Background: an optimization exercise with open tools, aiming at small area, a short achievable clock period and few clock cycles per item. Do not read the settings as production practice. Only simulation tests tie the RTL to the original design; equivalence was not proved. No activity file was given, so power comes from the tool's default toggle rates.

===== flow/design.v =====
module freq_engine (
    input  wire        clk,
    input  wire        rst,
    input  wire        in_valid,
    output wire        in_ready,
    input  wire        in_close,
    input  wire [31:0] in_t,
    input  wire [15:0] in_k,
    output wire        out_valid,
    input  wire        out_ready,
    output wire        out_insuff,
    output wire        out_sat,
    output wire [12:0] out_n,
    output wire [63:0] out_f,
    output wire [63:0] out_b,
    output wire [63:0] out_r,
    output wire [63:0] out_a
);
    reg        rdy;
    reg        v0, c0;           
    reg [31:0] t_in;
    reg [15:0] k_in;
    reg        e1, c1;           
    reg [31:0] u1;
    reg [11:0] q1;
    reg        fst;              
    reg [31:0] t0;
    reg [15:0] k0;
    reg        e2, c2;           
    reg [63:0] p_uu, p_uc;
    reg [43:0] p_ku, p_kc;
    reg [23:0] p_kk, p_qc;
    reg [12:0] n;
    reg [43:0] su;
    reg [23:0] sk;
    reg [35:0] skk;
    reg [55:0] sku;
    reg [75:0] suu;
    reg        snap_busy;        
    wire       p_release;        
    wire       s_release;        
    assign in_ready = rdy;
    wire take_beat = in_valid & rdy;
    wire ok_now    = !snap_busy & !c1 & !c2;
    wire hold0     = v0 & c0 & !ok_now;
    wire disp      = v0 & c0 & ok_now;
    wire snap_busy_nx = (snap_busy & !s_release) | c2;
    wire ok_nx        = !snap_busy_nx & !disp & !c1;
    wire s0_close_nx  = hold0 | (take_beat & in_close);
    wire [32*64-1:0] uu_rows;
    wire [12*44-1:0] ku_rows;
    wire [12*24-1:0] kk_rows;
    genvar gi;
    generate
        for (gi = 0; gi < 32; gi = gi + 1) begin : g_uu
            assign uu_rows[gi*64 +: 64] = {64{u1[gi]}} &
                ((({32'd0, u1} >> (gi+1)) << (2*gi+2)) | (64'd1 << (2*gi)));
        end
        for (gi = 0; gi < 12; gi = gi + 1) begin : g_ku
            assign ku_rows[gi*44 +: 44] = {44{q1[gi]}} & ({12'd0, u1} << gi);
            assign kk_rows[gi*24 +: 24] = {24{q1[gi]}} & ({12'd0, q1} << gi);
        end
    endgenerate
    wire [63:0] uu_s, uu_c;
    wire [43:0] ku_s, ku_c;
    csa_tree #(.N(32), .W(64)) t_uu (.rows(uu_rows), .s(uu_s), .c(uu_c));
    csa_tree #(.N(12), .W(44)) t_ku (.rows(ku_rows), .s(ku_s), .c(ku_c));
    wire [23:0] kk_s, kk_c;
    csa_tree #(.N(12), .W(24)) t_kk (.rows(kk_rows), .s(kk_s), .c(kk_c));
    wire [31:0] u_d = fst ? 32'd0 : (t_in - t0);
    wire [15:0] k_d = k_in - k0;
    wire [11:0] q_d = fst ? 12'd0 : k_d[11:0];
    reg [12:0]  cn;
    reg [43:0]  csu;
    reg [23:0]  csk;
    reg [35:0]  ckk;
    reg [55:0]  cku;
    reg [75:0]  cuu;
    reg [12:0]  pn;
    reg [48:0]  rkk;    
    reg [69:0]  rku;    
    reg [136:0] ruu;    
    always @(posedge clk) begin
        if (rst) begin
            rdy <= 1'b1;
            v0  <= 1'b0;
            c0  <= 1'b0;
            e1  <= 1'b0;
            c1  <= 1'b0;
            e2  <= 1'b0;
            c2  <= 1'b0;
            fst <= 1'b1;
            n   <= 13'd0;
            su  <= 44'd0;
            sk  <= 24'd0;
            skk <= 36'd0;
            sku <= 56'd0;
            suu <= 76'd0;
        end else begin
            rdy <= !(s0_close_nx & !ok_nx);
            if (!hold0) begin
                v0   <= take_beat;
                c0   <= in_close;
                t_in <= in_t;
                k_in <= in_k;
            end
            e1 <= v0 & !c0;
            c1 <= disp;
            u1 <= u_d;
            q1 <= q_d;
            if (v0 & !c0 & fst) begin
                t0 <= t_in;
                k0 <= k_in;
            end
            if (v0 & !c0)
                fst <= 1'b0;
            else if (disp)
                fst <= 1'b1;
            e2   <= e1;
            c2   <= c1;
            p_uu <= uu_s;
            p_uc <= uu_c;
            p_ku <= ku_s;
            p_kc <= ku_c;
            p_kk <= kk_s;
            p_qc <= kk_c;
            if (e1) begin
                n  <= n + 13'd1;
                su <= su + {12'd0, u1};
                sk <= sk + {12'd0, q1};
            end else if (c1) begin
                n  <= 13'd0;
                su <= 44'd0;
                sk <= 24'd0;
            end
            if (e2) begin
                suu <= suu + {12'd0, p_uu} + {12'd0, p_uc};
                sku <= sku + {12'd0, p_ku} + {12'd0, p_kc};
                skk <= skk + {12'd0, p_kk} + {12'd0, p_qc};
            end else if (c2) begin
                suu <= 76'd0;
                sku <= 56'd0;
                skk <= 36'd0;
            end
        end
    end
    localparam [3:0] OP_D = 4'd0, OP_NB = 4'd1, OP_AA = 4'd2, OP_AD = 4'd3,
                     OP_SS = 4'd4, OP_ND = 4'd5, OP_DT = 4'd6, OP_RD = 4'd7,
                     OP_R3 = 4'd8, OP_END = 4'd9;
    reg         pact;       
    reg         pfirst;     
    reg         pfin;       
    reg [3:0]   op;
    reg [3:0]   dig;        
    reg [3:0]   dlast;      
    reg         pdone;      
    reg         insuff;
    reg         n2;
    reg [89:0]  hs, hc;     
    reg         cin;        
    reg [71:0]  lo;
    reg [5:0]   d1, d2n;    
    reg [94:0]  adn;
    reg [61:0]  nd;
    reg [65:0]  dt;
    reg [74:0]  rden;
    reg [76:0]  rden3;
    wire [68:0] nbv = rku[68:0];
    reg [5:0]   sa1;        
    reg [2:0]   sa2;        
    reg  [88:0] a1;
    reg  [68:0] a2;
    wire [5:0]  na1;
    wire [2:0]  na2;
    wire [88:0] a1_nx = ({89{na1[0]}} & {53'd0, ckk})
                      | ({89{na1[1]}} & {33'd0, cku})
                      | ({89{na1[2]}} & {13'd0, cuu})
                      | ({89{na1[3]}} & {40'd0, rkk})
                      | ({89{na1[4]}} & ruu[88:0])
                      | ({89{na1[5]}} & {27'd0, nd});
    wire [68:0] a2_nx = ({69{na2[0]}} & {45'd0, csk})
                      | ({69{na2[1]}} & {25'd0, csu})
                      | ({69{na2[2]}} & nbv);
    always @(posedge clk) begin
        a1 <= a1_nx;
        a2 <= a2_nx;
    end
    function [8:0] op_sel(input [3:0] o);
        case (o)
        OP_D:    op_sel = {3'b001, 6'b000001};
        OP_NB:   op_sel = {3'b010, 6'b000010};
        OP_AA:   op_sel = {3'b010, 6'b000100};
        OP_AD:   op_sel = {3'b100, 6'b001000};
        OP_SS:   op_sel = {3'b100, 6'b010000};
        OP_ND:   op_sel = {3'b000, 6'b001000};
        OP_DT:   op_sel = {3'b000, 6'b001000};
        default: op_sel = {3'b000, 6'b100000};
        endcase
    endfunction
    wire [12:0] nm2 = pn - 13'd2;
    wire [14:0] nm6 = {2'd0, nm2} + {1'd0, nm2, 1'b0};
    reg [3:0]   fop;
    reg [3:0]   fdig;
    reg [71:0]  b1v, b2v;
    always @* begin
        case (fop)
        OP_D, OP_NB, OP_AA: b1v = {59'd0, cn};
        OP_ND:   b1v = {59'd0, pn};
        OP_AD:   b1v = {28'd0, csu};
        OP_SS:   b1v = {23'd0, rkk};
        OP_DT:   b1v = 72'd78125;
        OP_RD:   b1v = {59'd0, nm2};
        default: b1v = {57'd0, nm6};
        endcase
        case (fop)
        OP_D, OP_NB, OP_AD: b2v = {48'd0, csk};
        OP_AA:   b2v = {28'd0, csu};
        OP_SS:   b2v = {3'd0, nbv};
        default: b2v = 72'd0;
        endcase
    end
    wire [5:0] b1d = b1v[fdig*6 +: 6];
    wire [5:0] b2d = b2v[fdig*6 +: 6];
    function [3:0] op_last(input [3:0] o);
        case (o)
        OP_D, OP_NB:  op_last = 4'd3;
        OP_AA, OP_AD: op_last = 4'd7;
        OP_SS:        op_last = 4'd11;
        default:      op_last = 4'd2;
        endcase
    endfunction
    function [191:0] csa3;
        input [95:0] x, y, z;
        begin
            csa3 = {x ^ y ^ z, ((x & y) | (x & z) | (y & z)) << 1};
        end
    endfunction
    wire        lastc = (dig == dlast);
    wire [95:0] r0  = pfirst ? {27'd0, a2} : {6'd0, hs};
    wire [95:0] r1  = {96{!pfirst}} & {6'd0, hc};
    wire [95:0] r2  = {7'd0, a1 & {89{d1[0]}}};
    wire [95:0] r3  = {6'd0, a1 & {89{d1[1]}}, 1'b0};
    wire [95:0] r4  = {5'd0, a1 & {89{d1[2]}}, 2'b0};
    wire [95:0] r5  = {4'd0, a1 & {89{d1[3]}}, 3'b0};
    wire [95:0] r6  = {3'd0, a1 & {89{d1[4]}}, 4'b0};
    wire [95:0] r7  = {2'd0, a1 & {89{d1[5]}}, 5'b0};
    wire [95:0] r8  = {27'd0, a2 & {69{d2n[0]}}};
    wire [95:0] r9  = {26'd0, a2 & {69{d2n[1]}}, 1'b0};
    wire [95:0] r10 = {25'd0, a2 & {69{d2n[2]}}, 2'b0};
    wire [95:0] r11 = {24'd0, a2 & {69{d2n[3]}}, 3'b0};
    wire [95:0] r12 = {23'd0, a2 & {69{d2n[4]}}, 4'b0};
    wire [95:0] r13 = {22'd0, a2 & {69{d2n[5]}}, 5'b0};
    wire [95:0] r14 = {96{lastc}} & ~{21'd0, a2, 6'd0};
    wire [95:0] r15 = {95'd0, lastc};
    wire [191:0] l1a = csa3(r0, r1, r2);
    wire [191:0] l1b = csa3(r3, r4, r5);
    wire [191:0] l1c = csa3(r6, r7, r8);
    wire [191:0] l1d = csa3(r9, r10, r11);
    wire [191:0] l1e = csa3(r12, r13, r14);
    wire [191:0] l2a = csa3(l1a[191:96], l1a[95:0], l1b[191:96]);
    wire [191:0] l2b = csa3(l1b[95:0], l1c[191:96], l1c[95:0]);
    wire [191:0] l2c = csa3(l1d[191:96], l1d[95:0], l1e[191:96]);
    wire [191:0] l3a = csa3(l2a[191:96], l2a[95:0], l2b[191:96]);
    wire [191:0] l3b = csa3(l2b[95:0], l2c[191:96], l2c[95:0]);
    wire [191:0] l4a = csa3(l3a[191:96], l3a[95:0], l3b[191:96]);
    wire [191:0] l4b = csa3(l3b[95:0], l1e[95:0], r15);
    wire [191:0] l5a = csa3(l4a[191:96], l4a[95:0], l4b[191:96]);
    wire [191:0] l6a = csa3(l5a[191:96], l5a[95:0], l4b[95:0]);
    wire [95:0]  ms  = l6a[191:96];
    wire [95:0]  mc  = l6a[95:0];
    wire [6:0]   low7 = {1'b0, ms[5:0]} + {1'b0, mc[5:0]} + {6'd0, cin & !pfirst};
    wire [89:0]  hi = hs + hc + {89'd0, cin};
    wire [48:0] d_new  = {hi[24:0], lo[71:48]};
    wire [69:0] nb_new = {hi[45:0], lo[71:48]};
    always @* begin
        if (!pact) begin
            fop  = OP_D;
            fdig = 4'd0;
        end else if (dig != dlast) begin
            fop  = op;
            fdig = dig + 4'd1;
        end else begin
            fop  = op + 4'd1;
            fdig = 4'd0;
        end
    end
    wire pstart = snap_busy & !pact & !pfin & !pdone;
    assign {na2, na1} = pstart ? op_sel(OP_D)
                      : (pact && dig == dlast && op != OP_R3) ? op_sel(op + 4'd1)
                      : {sa2, sa1};
    wire nb_ok     = !rku[69] && (rku != 70'd0);
    wire p_abort   = pact & (op == OP_AA) & (dig == 4'd1) & (rkk == 49'd0 || !nb_ok);
    assign s_release = (pact & (op == OP_AD) & (dig == dlast)) | p_abort;
    always @(posedge clk) begin
        if (rst) begin
            pact  <= 1'b0;
            pfin  <= 1'b0;
            pdone <= 1'b0;
            snap_busy <= 1'b0;
        end else begin
            if (c2) begin
                snap_busy <= 1'b1;
                ckk <= skk;
                cku <= sku;
                cuu <= suu;
            end else if (s_release)
                snap_busy <= 1'b0;
            if (p_release)
                pdone <= 1'b0;
            if (pstart) begin
                pact   <= 1'b1;
                pfirst <= 1'b1;
                op     <= OP_D;
                dig    <= 4'd0;
                dlast  <= op_last(OP_D);
                {sa2, sa1} <= op_sel(OP_D);
                insuff <= 1'b0;
                n2     <= (cn == 13'd2);
                pn     <= cn;
                d1     <= b1d;
                d2n    <= ~b2d;
            end else if (pact) begin
                hs     <= ms[95:6];
                hc     <= mc[95:6];
                cin    <= low7[6];
                lo     <= {low7[5:0], lo[71:6]};
                d1     <= b1d;
                d2n    <= ~b2d;
                pfirst <= 1'b0;
                dig    <= dig + 4'd1;
                if (dig == dlast) begin
                    if (op == OP_R3) begin
                        pact <= 1'b0;
                        pfin <= 1'b1;
                    end else begin
                        op     <= op + 4'd1;
                        dig    <= 4'd0;
                        dlast  <= op_last(op + 4'd1);
                        {sa2, sa1} <= op_sel(op + 4'd1);
                        pfirst <= 1'b1;
                    end
                end
                if (pfirst) begin
                    case (op)
                    OP_NB: rkk <= d_new;
                    OP_AA: rku <= nb_new;
                    OP_AD: ruu <= {48'd0, hi[40:0], lo[71:24]};
                    OP_SS: adn <= {hi[46:0], lo[71:24]};
                    OP_ND: ruu <= {hi[64:0], lo};
                    OP_DT: nd  <= {hi[43:0], lo[71:54]};
                    OP_RD: dt  <= {hi[47:0], lo[71:54]};
                    OP_R3: rden <= {hi[56:0], lo[71:54]};
                    default: ;
                    endcase
                end
                if (p_abort) begin
                    insuff <= 1'b1;
                    pact   <= 1'b0;
                    pdone  <= 1'b1;
                end
            end else if (pfin) begin
                rden3 <= {hi[58:0], lo[71:54]};
                pfin  <= 1'b0;
                pdone <= 1'b1;
            end
        end
    end
    always @(posedge clk) begin
        if (c1) begin
            cn  <= n;
            csu <= su;
            csk <= sk;
        end
    end
    reg        vbusy;
    reg [6:0]  vcnt;
    reg        ovalid;
    reg        o_insuff, o_sat, o_n2;
    reg [12:0] o_n;
    reg [48:0] dB;
    reg [48:0] remB;
    reg [52:0] zB;
    reg [68:0] dF;
    reg [68:0] remF;
    reg [65:0] zF;
    reg [61:0] dA;
    reg [61:0] remA;
    reg [64:0] zA;
    reg        sgnA;
    reg [74:0] dR;
    reg [76:0] d3R;
    reg [74:0] remR;
    reg [63:0] zR;
    reg [1:0]  qd;
    reg [53:0] remS;
    reg [52:0] sq;
    wire vstart = pdone & !vbusy & !ovalid;
    assign p_release = vstart;
    wire [49:0] shB  = {remB, zB[52]};
    wire [50:0] dfB  = {1'b0, shB} - {2'b0, dB};
    wire [69:0] shF  = {remF, zF[65]};
    wire [70:0] dfF  = {1'b0, shF} - {2'b0, dF};
    wire [62:0] shA  = {remA, zA[64]};
    wire [63:0] dfA  = {1'b0, shA} - {2'b0, dA};
    wire [76:0] shR  = {remR, zR[63:62]};
    wire [77:0] dr1  = {1'b0, shR} - {3'b0, dR};
    wire [77:0] dr2  = {1'b0, shR} - {2'b0, dR, 1'b0};
    wire [77:0] dr3  = {1'b0, shR} - {1'b0, d3R};
    wire [1:0]  qR   = !dr3[77] ? 2'd3 : !dr2[77] ? 2'd2 : !dr1[77] ? 2'd1 : 2'd0;
    wire [74:0] nremR = !dr3[77] ? dr3[74:0] : !dr2[77] ? dr2[74:0] :
                        !dr1[77] ? dr1[74:0] : shR[74:0];
    wire [55:0] tS   = {remS, qd};
    wire [55:0] trS  = {1'b0, sq, 2'b01};
    wire [56:0] dfS  = {1'b0, tS} - {1'b0, trS};
    wire [52:0] rb   = (zB + 53'd1) >> 1;
    wire [65:0] rf1  = {1'b0, zF[64:0]} + 66'd1;
    wire        satF = zF[65] | rf1[65];
    wire [63:0] rf   = rf1[64:1];
    wire [65:0] ra1  = {1'b0, zA} + 66'd1;
    wire [64:0] ma   = ra1[65:1];
    wire        satAp = ma[64] | ma[63];
    wire        satAn = ma[64] | (ma[63] & (ma[62:0] != 63'd0));
    wire        satA  = sgnA ? satAn : satAp;
    wire [63:0] va   = sgnA ? (satAn ? 64'h8000_0000_0000_0000 : (64'd0 - ma[63:0]))
                            : (satAp ? 64'h7FFF_FFFF_FFFF_FFFF : ma[63:0]);
    wire [53:0] rr1  = {1'b0, sq} + 54'd1;
    wire [94:0] mA   = adn ^ {95{adn[94]}};
    always @(posedge clk) begin
        if (rst) begin
            vbusy  <= 1'b0;
            ovalid <= 1'b0;
        end else begin
            if (ovalid & out_ready)
                ovalid <= 1'b0;
            if (vstart) begin
                o_n      <= pn;
                o_insuff <= insuff;
                o_n2     <= n2;
                dB   <= rkk;
                remB <= {12'd0, rku[68:32]};
                zB   <= {rku[31:0], 21'd0};
                dF   <= rku[68:0];
                remF <= {10'd0, dt[65:7]};
                zF   <= {dt[6:0], 59'd0};
                dA   <= nd;
                remA <= {11'd0, mA[94:44]};
                zA   <= {mA[43:0], {21{adn[94]}}};
                sgnA <= adn[94];
                dR   <= rden;
                d3R  <= rden3;
                remR <= ruu[136:64];
                zR   <= ruu[63:0];
                remS <= 54'd0;
                sq   <= 53'd0;
                vcnt <= 7'd0;
                if (insuff) begin
                    ovalid <= 1'b1;
                    o_sat  <= 1'b0;
                    zB     <= 53'd0;
                    zF     <= 66'd0;
                    zA     <= 65'd0;
                    sq     <= 53'd0;
                end else
                    vbusy <= 1'b1;
            end else if (vbusy) begin
                vcnt <= vcnt + 7'd1;
                if (vcnt <= 7'd52) begin
                    remB <= dfB[50] ? shB[48:0] : dfB[48:0];
                    zB   <= {zB[51:0], !dfB[50]};
                    remR <= nremR;
                    zR   <= {zR[61:0], 2'b00};
                    qd   <= qR;
                end
                if (vcnt >= 7'd1 && vcnt <= 7'd53) begin
                    remS <= dfS[56] ? tS[53:0] : dfS[53:0];
                    sq   <= {sq[51:0], !dfS[56]};
                end
                if (vcnt <= 7'd65) begin
                    remF <= dfF[70] ? shF[68:0] : dfF[68:0];
                    zF   <= {zF[64:0], !dfF[70]};
                end
                if (vcnt <= 7'd64) begin
                    remA <= dfA[63] ? shA[61:0] : dfA[61:0];
                    zA   <= {zA[63:0], !dfA[63]};
                end
                if (vcnt == 7'd66) begin
                    vbusy  <= 1'b0;
                    ovalid <= 1'b1;
                    zB     <= rb;
                    zF     <= {2'b00, satF ? 64'hFFFF_FFFF_FFFF_FFFF : rf};
                    zA     <= {1'b0, va};
                    sq     <= o_n2 ? 53'd0 : rr1[53:1];
                    o_sat  <= satF | satA;
                end
            end
        end
    end
    assign out_valid  = ovalid;
    assign out_insuff = o_insuff;
    assign out_sat    = o_sat;
    assign out_n      = o_n;
    assign out_b      = {11'd0, zB};
    assign out_f      = zF[63:0];
    assign out_a      = zA[63:0];
    assign out_r      = {11'd0, sq};
endmodule
module csa_tree #(parameter N = 3, parameter W = 8) (
    input  wire [N*W-1:0] rows,
    output wire [W-1:0]   s,
    output wire [W-1:0]   c
);
    function integer nxt(input integer k);
        nxt = (k / 3) * 2 + (k % 3);
    endfunction
    function integer cnt(input integer lvl);
        integer i, k;
        begin
            k = N;
            for (i = 0; i < lvl; i = i + 1)
                k = nxt(k);
            cnt = k;
        end
    endfunction
    function integer nlev(input integer dummy);
        integer k, l;
        begin
            k = N;
            l = 0;
            for (l = 0; k > 2; l = l + 1)
                k = nxt(k);
            nlev = l;
        end
    endfunction
    localparam L = nlev(0);
    wire [W-1:0] v [0:(L+1)*N-1];
    genvar i, l;
    generate
        for (i = 0; i < N; i = i + 1) begin : g_in
            assign v[i] = rows[i*W +: W];
        end
        for (l = 0; l < L; l = l + 1) begin : g_lv
            localparam K = cnt(l);
            for (i = 0; i < K / 3; i = i + 1) begin : g_csa
                wire [W-1:0] x = v[l*N + 3*i];
                wire [W-1:0] y = v[l*N + 3*i + 1];
                wire [W-1:0] z = v[l*N + 3*i + 2];
                wire [W-1:0] mj = (x & y) | (x & z) | (y & z);
                assign v[(l+1)*N + 2*i]     = x ^ y ^ z;
                assign v[(l+1)*N + 2*i + 1] = {mj[W-2:0], 1'b0};
            end
            for (i = 0; i < K % 3; i = i + 1) begin : g_pass
                assign v[(l+1)*N + 2*(K/3) + i] = v[l*N + 3*(K/3) + i];
            end
        end
    endgenerate
    assign s = v[L*N];
    assign c = v[L*N + 1];
endmodule

===== flow/run.sh =====
#!/bin/bash
# synth_recipe.tcl (not shown) runs the flow's synth.tcl, then flattens the netlist and writes it again
# the make line also repeats each setting of config.mk as NAME=value (left out here)
make -C /OpenROAD-flow-scripts/flow DESIGN_CONFIG=/design/flow/config.mk WORK_HOME=/design/flow/orfs CLKGATE_MAP_FILE= SYNTH_SCRIPT=/design/flow/synth_recipe.tcl finish

===== flow/config.mk =====
export PLATFORM = sky130hd
export DESIGN_NAME = freq_engine
export DESIGN_NICKNAME = freq_engine
export VERILOG_FILES = /design/flow/design.v
export SDC_FILE = /design/flow/constraint.sdc
export NUM_CORES = 4
export LEC_CHECK = 0
export CAP_MARGIN = 20
export CORE_MARGIN = 2
export CORE_UTILIZATION = 30
export SLEW_MARGIN = 20

===== flow/constraint.sdc =====
create_clock -name core_clock -period 15.0 [get_ports {clk}]
set_input_delay 3.0000 -clock core_clock [delete_from_list [all_inputs] [get_ports {clk}]]
set_output_delay 3.0000 -clock core_clock [all_outputs]
set_load 0.01 [all_outputs]

==> results of run 1 <==
-- worst register-to-register path: stages (launching register included) --
cell	delay, ps
sky130_fd_sc_hd__edfxtp_1	510
sky130_fd_sc_hd__inv_1	140
sky130_fd_sc_hd__ha_1	250
sky130_fd_sc_hd__fa_1	420
sky130_fd_sc_hd__nand2b_1	200
sky130_fd_sc_hd__a21oi_1	250
sky130_fd_sc_hd__o211ai_1	210
sky130_fd_sc_hd__a31oi_1	730
sky130_fd_sc_hd__o2111a_1	370
sky130_fd_sc_hd__o21ai_0	290
sky130_fd_sc_hd__a2111oi_1	770
sky130_fd_sc_hd__o21ai_0	340
sky130_fd_sc_hd__a21oi_4	180
sky130_fd_sc_hd__buf_4	390
sky130_fd_sc_hd__buf_4	580
sky130_fd_sc_hd__a21oi_1	260
sky130_fd_sc_hd__a221o_1	370
-- cells in the final DEF, fill, tap and decap left out, drive strengths merged, types with 103 or more instances in the layout --
cell type	count
edfxtp	2518
inv	2433
fa	1938
nand2	1919
and2	1541
ha	1301
a21oi	1297
nor2	1137
o21ai	907
xnor2	581
a21o	466
nand3	424
dfxtp	421
xor2	409
clkbuf	404
buf	327
clkdlybuf4s50	298
nor2b	224
a22oi	212
nor3	204
a31oi	196
and3	189
nand4	186
o22ai	140
mux2i	134
a211oi	128
nand2b	122
clkinv	119
o21bai	117
o211ai	103
-- registers in the layout (all words and copies together), names as in the netlist, 77 cells and up --
name,cells
d3R,77
rden3,77
adn,95
a1,89
hc,90
ruu,137
hs,90
-- stage by stage --
step | cells | util, % | power [mW] | setup WS (ps) | instance area, sq um
finish | 31600 | 33.5 | 23.0 | 8490 | 248000
floorplan | 21600 | - | 13.4 | 939 | 223000
global route | 31600 | 33.5 | 24.3 | 8210 | 248000
global placement | 30900 | 32.0 | 14.7 | 8010 | 237000
detailed placement | 30900 | 32.0 | 14.8 | 7980 | 237000
CTS | 31500 | 33.5 | 23.2 | 8220 | 248000
-- cell usage after synthesis, types with 128 or more instances --
library cell                  n  area, sq um
sky130_fd_sc_hd__edfxtp_1  2518        75600
sky130_fd_sc_hd__inv_1     2408         9040
sky130_fd_sc_hd__fa_1      1938        38800
sky130_fd_sc_hd__nand2_1   1918         7200
sky130_fd_sc_hd__and2_1    1536         9610
sky130_fd_sc_hd__ha_1      1301        16300
sky130_fd_sc_hd__a21oi_1   1297         6490
sky130_fd_sc_hd__nor2_1    1134         4260
sky130_fd_sc_hd__clkbuf_1   925         3470
sky130_fd_sc_hd__o21ai_0    898         4490
sky130_fd_sc_hd__xnor2_1    581         5090
sky130_fd_sc_hd__a21o_1     466         3500
sky130_fd_sc_hd__dfxtp_1    421         8430
sky130_fd_sc_hd__nand3_1    421         2110
sky130_fd_sc_hd__xor2_1     409         3580
sky130_fd_sc_hd__nor2b_1    224         1400
sky130_fd_sc_hd__a22oi_1    212         1590
sky130_fd_sc_hd__nor3_1     202         1010
sky130_fd_sc_hd__a31oi_1    196         1230
sky130_fd_sc_hd__and3_1     187         1170
sky130_fd_sc_hd__nand4_1    184         1150
sky130_fd_sc_hd__o22ai_1    140          876
sky130_fd_sc_hd__mux2i_1    134         1340
sky130_fd_sc_hd__a211oi_1   128          961
-- layer usage --
layer	wire length [microns]	global-route usage, %	part of all wire, %	up-vias
met5	126	0	0.017	-
met2	312000	28.8	43	7253
met3	70700	4.08	9.7	1397
li1	-	-	-	73600
met4	37600	8.30	5.2	18
met1	306000	25.8	42	82300
-- worst paths after layout --
check,startpoint,end,slack [ps],depth (start not counted)
worst max register to register,zR[63],remR[18],8490,16
worst max-delay path,zR[63],remR[18],8490,16
worst min register to register,rden3[26],d3R[26],390,0
worst min-delay path,rden3[26],d3R[26],390,0
-- layout make-up --
type / instances / area share (%)
repair buffers: 625 / 2.27
flip-flops and latches: 2939 / 33.9
clock buffers: 404 / 3.54
diodes: 64 / 0.0646
clock inverters: 191 / 0.882
well taps: 9858 / 4.97
inverters: 2412 / 3.65
multi-input cells: 15100 / 50.7
-- kinds of logic after synthesis --
family,after synthesis
compound gates,4296
xor+xnor,990
fa+ha+maj,3239
buf+inv,3509
flops,2939
mux,232
other cells,1
simple gates,6330
-- where the power goes --
part	leakage (nW)	switching (mW)	internal (mW)	total (mW)
Combinational	68.5	3.03	2.15	5.19
Clock	5.30	3.67	4.70	8.37
Sequential	26.6	0.186	9.26	9.44
==> impl.org, run 1 <==
** Critical path
- CP Max Fanout :: 45
- The signal on the critical path passes through inv_1, ha_1, fa_1, nand2b_1, a21oi_1, o211ai_1, a31oi_1, o2111a_1, o21ai_0, a2111oi_1, o21ai_0, a21oi_4, buf_4, buf_4, a21oi_1, a221o_1.
- Arrival time worst endpoint :: 7290 ps
- The largest individual stage delay along the critical path comes from the cell sky130_fd_sc_hd__a2111oi_1.
- Delay of the slowest cell on the worst path :: 770 ps
- The worst setup path is captured at a flop.
- The critical path is of the flop to flop type.
- The worst setup path is launched from a flop.
- Buffers and inverters on the worst path :: 3
- CP required :: 15,780 ps
- Cell family with the largest share of critical-path delay :: compound AO/OA/AOI/OAI gates

** Power
- In this run the power density over the cells is 92.7 nW/um^2.
- Standby leakage power :: 100 nW
- Peak supply drop :: 0.100 mV

** Route
- Count of routing violations after the opening detailed-route iteration :: 17,700
- The first detailed-routing pass ran for 9 iterations.
- After detailed routing, the total wire length is 727 mm.
- Final ANT Viol Nets :: 0
- Via density per instance :: 5.21
- After detailed routing, the number of remaining DRC violations is 0.
- Final routed wire length divided by cell count :: 23.0 microns
- Vias after detailed routing :: 165,000

** Timing
- Slew Limit Headroom :: 18.0%
- Between clock sinks in the finished design, the worst skew comes to 83.1 ps.
- Worst hold slack :: 390 ps
- Final max-slew violation count :: 0
- Upper clock frequency limit :: 154 MHz
- Setup repair after global routing missed its margin :: no
- Total setup violations reported at the end of the flow :: 0
- The smallest clock period supported by the final layout is computed as 6510 ps.
- Share of the clock period used by the worst path :: 43.4%
- Final count of hold timing violations :: 0
- Total negative slack for setup checks :: 0 ps
- For the pin with the worst max-slew slack, the measured transition is 1230 ps.

** Die
- Measured along the y axis, the die boundary spans 866 microns.
- For this configuration, the core starts out at a cell density of 30.1%.
- Std-Cell Core Area :: 740,000 sq um
- Row generation in the floorplan step produced 316 rows.
- Pin placement for this block handled 326 I/O pins.
- The die is 866 microns wide.
- Overall die area :: 750,000 sq um

** Clock tree
- Setup bufs post-CTS :: 0
- The longest clock path from root to sink contains 4 buffers.
- The number of hold buffers added after CTS was 0.
- After clock tree synthesis, the clock-pin slew on the worst setup and hold paths is 60 ps.
- Total of cells resized after clock tree synthesis :: 0
- TritonCTS built the clock tree.
- Clock tree synthesis selected as its root buffer the cell sky130_fd_sc_hd__clkbuf_16.
- H-tree depth reported by CTS :: 5
- Worst-skew pair later-pin latency :: 1040 ps
- Total clock sinks :: 2,939
- Clock buffers created by TritonCTS :: 322

** Finish
- Area growth from synthesis to layout :: 11.3%
- Register area :: 84,100 sq um
- Share of cells above drive strength 1 :: 5.33%
- Filler Cell Count :: 74,300
- Final layout net count :: 24,700
- Area of combinational cells with multiple inputs :: 126,000 sq um

** Yosys
- The synthesized netlist devotes 24.7% of its cell area to adder and majority cells.
- The share of the Yosys chip area taken by registers is 37.7%.
- In this run, synthesis inferred 2,518 flip-flops with an integrated enable.
- The synthesized netlist devotes 3.89% of its cell area to XOR and XNOR gates.
- Main flop type after synthesis :: sky130_fd_sc_hd__edfxtp_1
- Of all flip-flops after synthesis, the portion carrying an async set or reset was 0%.
- Count of synthesis-stage warnings from yosys :: 4
- Cell count after synthesis :: 21,500
- After synthesis, the netlist uses 109 different library cells.
- Basic-gate share of the synthesized area counting and, or, nand and nor cells :: 14.2%
- Combinational family with the most area after synthesis :: adder cells
- Summing the areas of all compound-gate instances in the mapped netlist gives 12.2% of the synthesized area.
- Mux share of post-synthesis cell area :: 1.12%
- Counting flops and latches in the post-synthesis netlist gives 2,939.
- Mean area per synthesized cell :: 10.3 sq um
- Mapped Area :: 223,000 sq um

** GRT
- Maximum number of pins on one net before global-route repair :: 156
- The first global-routing pass estimated 1080 mm of wire.
- Total global routing overflow :: 0
- Global routing consumed, over all layers together, 18.9% of the routing resources.
- The number of global-route vias before repair was 164,000.
- Number of antenna violations at the first check in global routing :: 86

** Run status
- Outcome :: complete, no violations

** Flow run
- Number of max-cap violations :: 0

** Placed design
- Buffers on Ports :: 299
- After legalization and detailed placement, the total HPWL measured 542 mm.
- The congestion estimate from routability-driven global placement came to 0.972.

** Hold path
- Worst hold-check path type :: flop to flop
Testbench counts, summed over its fixed seeds: cycles 14,137, gates 192.
==> run 2, diff against run 1 <==
--- a/flow/config.mk
+++ b/flow/config.mk
@@ -7,5 +7,5 @@
 export LEC_CHECK = 0
 export CAP_MARGIN = 20
 export CORE_MARGIN = 2
-export CORE_UTILIZATION = 30
+export CORE_UTILIZATION = 45
 export SLEW_MARGIN = 20
==> impl.org, run 2 <==
** Yosys
- Most common cell in the netlist :: sky130_fd_sc_hd__edfxtp_1
- Summing the sequential cell areas from Yosys gives 37.7% of the chip area.
- Post-synth top cells :: sky130_fd_sc_hd__edfxtp_1 (2,518), sky130_fd_sc_hd__inv_1 (2,408), sky130_fd_sc_hd__fa_1 (1,938)
- Count of flip-flops with a built-in enable after synthesis :: 2,518
- After synthesis, the share of flip-flops with an asynchronous set or reset is 0%.
- Main flop type after synthesis :: sky130_fd_sc_hd__edfxtp_1
- After synthesis, the netlist uses 109 different library cells.
- Summed over its instances, the top area cell type makes up 33.9% of the synthesized netlist area.
- Top cells by area, synth :: sky130_fd_sc_hd__edfxtp_1 (34%), sky130_fd_sc_hd__fa_1 (17%), sky130_fd_sc_hd__ha_1 (7.3%)
- After synthesis, the mean cell area works out to 10.3 sq um.
- The synthesized netlist occupies a cell area of 223,000 sq um.
- The Yosys step of the flow raised 4 warnings.
- sky130_fd_sc_hd__edfxtp_1 takes more of the synthesized area than any other cell.
- Number of storage elements in the synthesis netlist :: 2,939
- Cell count after synthesis :: 21,500

** Clock tree
- In this run the deepest clock path goes through 4 buffers.
- CTS saw 2,939 sinks.
- After clock tree synthesis, the flow added hold-fix buffers numbering 0.
- Setup bufs post-CTS :: 0
- Worst-skew pair later-pin latency :: 1030 ps
- In this run, CTS created clock tree buffers numbering 340.
- TritonCTS built the clock tree.
- Once the clock tree was built, the resizer swapped 0 gates to a different size.
- The tree is rooted in a sky130_fd_sc_hd__clkbuf_16.
- Clock-pin slew was measured on the worst setup and hold paths at 60 ps.
- The H-tree was split into 5 levels.

** Finish
- The area growth from synthesis to layout is 9.67%.
- Top reg by flops :: ruu
- The register with the most flip-flops in the layout has 137 of them.
- Most common cell after layout, fill and taps aside :: sky130_fd_sc_hd__edfxtp_1
- In the final layout, flip-flops and latches occupy 84,100 sq um.
- Area of combinational cells with multiple inputs :: 126,000 sq um
- After routing the design area is 244,000 sq um.
- Registers with the most flip-flops :: ruu: 137 flops, adn: 95 flops
- In the final layout, the share of cells above drive strength 1 is 5.43%.
- Once layout is complete, the utilization of the core stands at 49.5%.
- Fill cells in the final layout number 45,100.
- Commonest cells after routing, fill and taps aside :: sky130_fd_sc_hd__edfxtp_1 (2,518), sky130_fd_sc_hd__inv_1 (2,406), sky130_fd_sc_hd__fa_1 (1,938)
- For this run, the post-layout net count is 24,700.

** Timing
- For the pin with the worst max-slew slack, the measured transition is 1240 ps.
- Time the final worst path needs with I/O delays and setup :: 6720 ps
- The worst path uses 44.8% of the clock period.
- Total setup violations reported at the end of the flow :: 0
- Final count of hold timing violations :: 0
- Upper clock frequency limit :: 149 MHz
- Total negative slack for setup checks :: 0 ps
- Setup repair after global routing missed its margin :: no
- Setup clock skew after layout :: 95.6 ps
- Headroom to the max-slew limit came out at 17.3%.
- Final max-slew violation count :: 0

** Die
- The floorplan has 258 rows.
- From bottom edge to top edge, the die measures 708 microns.
- After floorplanning, the core was sized to cover 494,000 sq um.
- Ports placed on the boundary :: 326
- The die covers 501,000 sq um.
- Once the floorplan was initialized, standard cells occupied 45.1% of the core.
- Floorplan die width :: 708 microns

** Critical path
- Traced cell by cell, the critical path runs through inv_1, ha_1, fa_1, nand2b_1, a21oi_1, o211ai_1, a31oi_1, o2111a_1, o21ai_0, a2111oi_0, o21ai_0, a21oi_4, buf_4, buf_4, o21ai_0, a221o_1.
- Kind of launch point of the worst setup path :: flop
- Arrival time worst endpoint :: 7410 ps
- The critical path contains buffers and inverters numbering 3 combined.
- Delay of the slowest cell on the worst path :: 740 ps
- STA puts the critical path data required time at 15,680 ps.
- On the critical path, the stage with the largest delay is an instance of sky130_fd_sc_hd__a2111oi_0.
- Most frequent cell on the critical path :: sky130_fd_sc_hd__o21ai_0
- STA classifies the critical path endpoint as a flop.
- Cell family with the largest share of critical-path delay :: compound AO/OA/AOI/OAI gates
- CP Max Fanout :: 59
- Kind of critical path :: flop to flop

** Route
- The routed design has 723 mm of wire.
- In the final routed layout, each cell accounts on average for 25.6 microns.
- In this run, the number of DRC markers left after iteration 0 of detailed routing was 18,000.
- Final ANT Viol Nets :: 0
- Dividing the detail-routed via count by the number of cells gives 5.80.
- DRC violations left :: 0
- Vias after detailed routing :: 164,000
- The first TritonRoute pass finished after 11 iterations.

** GRT
- Global-route wire length before repair :: 1080 mm
- For this run the aggregate overflow at the end of global routing stands at 0.
- Maximum number of pins on one net before global-route repair :: 222
- Global routing used 28.6% of the available tracks.
- The number of global-route vias before repair was 162,000.
- The initial antenna violation count is 86.

** Power
- Summing internal, switching and leakage power gives 23.3 mW.
- Dividing total power by cell area gives a power density of 95.2 nW/um^2.
- Standby leakage power :: 101 nW
- The worst-case IR drop observed on VDD is 0.0946 mV.

** Hold path
- Worst hold-check path type :: flop to flop

** Placed design
- The wire-length estimate of the detail-placed layout is 537 mm.
- Summing all placed instances gives a cell area of 233,000 sq um.
- The congestion estimate from routability-driven global placement came to 0.974.
- Buffers placed on the I/O ports in this run total 299.

** Flow run
- Number of max-cap violations :: 0

** Run status
- Outcome :: complete, no violations
[run 2: cell counts after synthesis]
No cell type changed its count.
[run 2: layer usage]
metal | global-route usage [%] | up-vias | share of wire [%]
met5 | 0 | - | 0.020
met4 | 12.3 | 22 | 4.9
met3 | 4.75 | 1261 | 8.7
met2 | 43.9 | 6796 | 44
met1 | 40.1 | 82200 | 43
li1 | - | 73700 | -
[run 2: worst paths after layout]
path / slack, ps / depth (start not counted) / from / to
min reg2reg: 380 / 0 / rden3[32] / d3R[32]
max reg2reg: 8280 / 16 / zR[63] / remR[21]
max: 8280 / 16 / zR[63] / remR[21]
min: 380 / 0 / rden3[32] / d3R[32]
[run 2: power by group]
group          leakage [nW]  switching, mW  internal, mW
Sequential             26.6          0.184          9.26
Combinational          68.5           3.00          2.13
Clock                  5.55           3.71          4.97
[run 2: final cells by class]
class / instances / area share (%)
Tap cell: 6500 / 3.33
Multi-Input combinational cell: 15100 / 51.5
Timing Repair Buffer: 626 / 2.27
Clock inverter: 217 / 1.00
Antenna cell: 55 / 0.0563
Clock buffer: 410 / 3.72
Sequential cell: 2939 / 34.4
Inverter: 2412 / 3.71
[run 2: cells by family (layout without fill, tap and decap cells)]
logic type | after synthesis | count (layout) | synth area share [%]
other cells | 1 | 77 | 0.00168
mux | 232 | 232 | 1.12
compound gates | 4296 | 4296 | 12.2
simple gates | 6330 | 6330 | 14.2
buf+inv | 3509 | 3665 | 6.13
flops | 2939 | 2939 | 37.7
xor+xnor | 990 | 990 | 3.89
fa+ha+maj | 3239 | 3239 | 24.7
[run 2: worst register-to-register path, cell delays in order, from the launching register on]
cell,delay (ps)
sky130_fd_sc_hd__edfxtp_1,690
sky130_fd_sc_hd__inv_1,170
sky130_fd_sc_hd__ha_1,250
sky130_fd_sc_hd__fa_1,400
sky130_fd_sc_hd__nand2b_1,200
sky130_fd_sc_hd__a21oi_1,240
sky130_fd_sc_hd__o211ai_1,200
sky130_fd_sc_hd__a31oi_1,610
sky130_fd_sc_hd__o2111a_1,330
sky130_fd_sc_hd__o21ai_0,320
sky130_fd_sc_hd__a2111oi_0,740
sky130_fd_sc_hd__o21ai_0,330
sky130_fd_sc_hd__a21oi_4,170
sky130_fd_sc_hd__buf_4,300
sky130_fd_sc_hd__buf_4,620
sky130_fd_sc_hd__o21ai_0,450
sky130_fd_sc_hd__a221o_1,410
[run 2: stage by stage]
| stage | worst slack [ps] | cells | hold WS, ps |
|---|---|---|---|
| after global placement | 8120 | 27600 | 400 |
| final | 8280 | 28300 | 384 |
| after floorplan | 939 | 21600 | 400 |
| after detailed placement | 8050 | 27600 | 405 |
| after global routing | 8040 | 28200 | 395 |
| after CTS | 8310 | 28200 | 372 |

## re-timing with driven ports
In the flow no input, the clock included, has a driving cell. The finished layouts below were timed again as built, in two steps. Step 1 sets driving cells, clkbuf_16 on the clock port and buf_2 on the other inputs (assumed; they add their load-dependent delay and slew). Step 2 moves the port delays by t, midway between the first and last clock arrival at a register: inputs arrive t later, outputs are due t later. That takes back most of the time a late clock gives input paths. a / b / c = ideal / step 1 / step 2; a / b = the first two.
| run | t, ns | slack for setup (ns) | worst setup path after step 2 |
|---|---|---|---|
| run 1 | 1.125 | 8.487 / 8.487 / 7.780 | input to register |
| run 2 | 1.107 | 8.277 / 8.277 / 7.802 | input to register |
After both steps setup and hold are still met in every run listed. For run 1, which loses most, drivers alone change the setup slack by 0.000 ns; drivers and shift together by -0.707 ns.
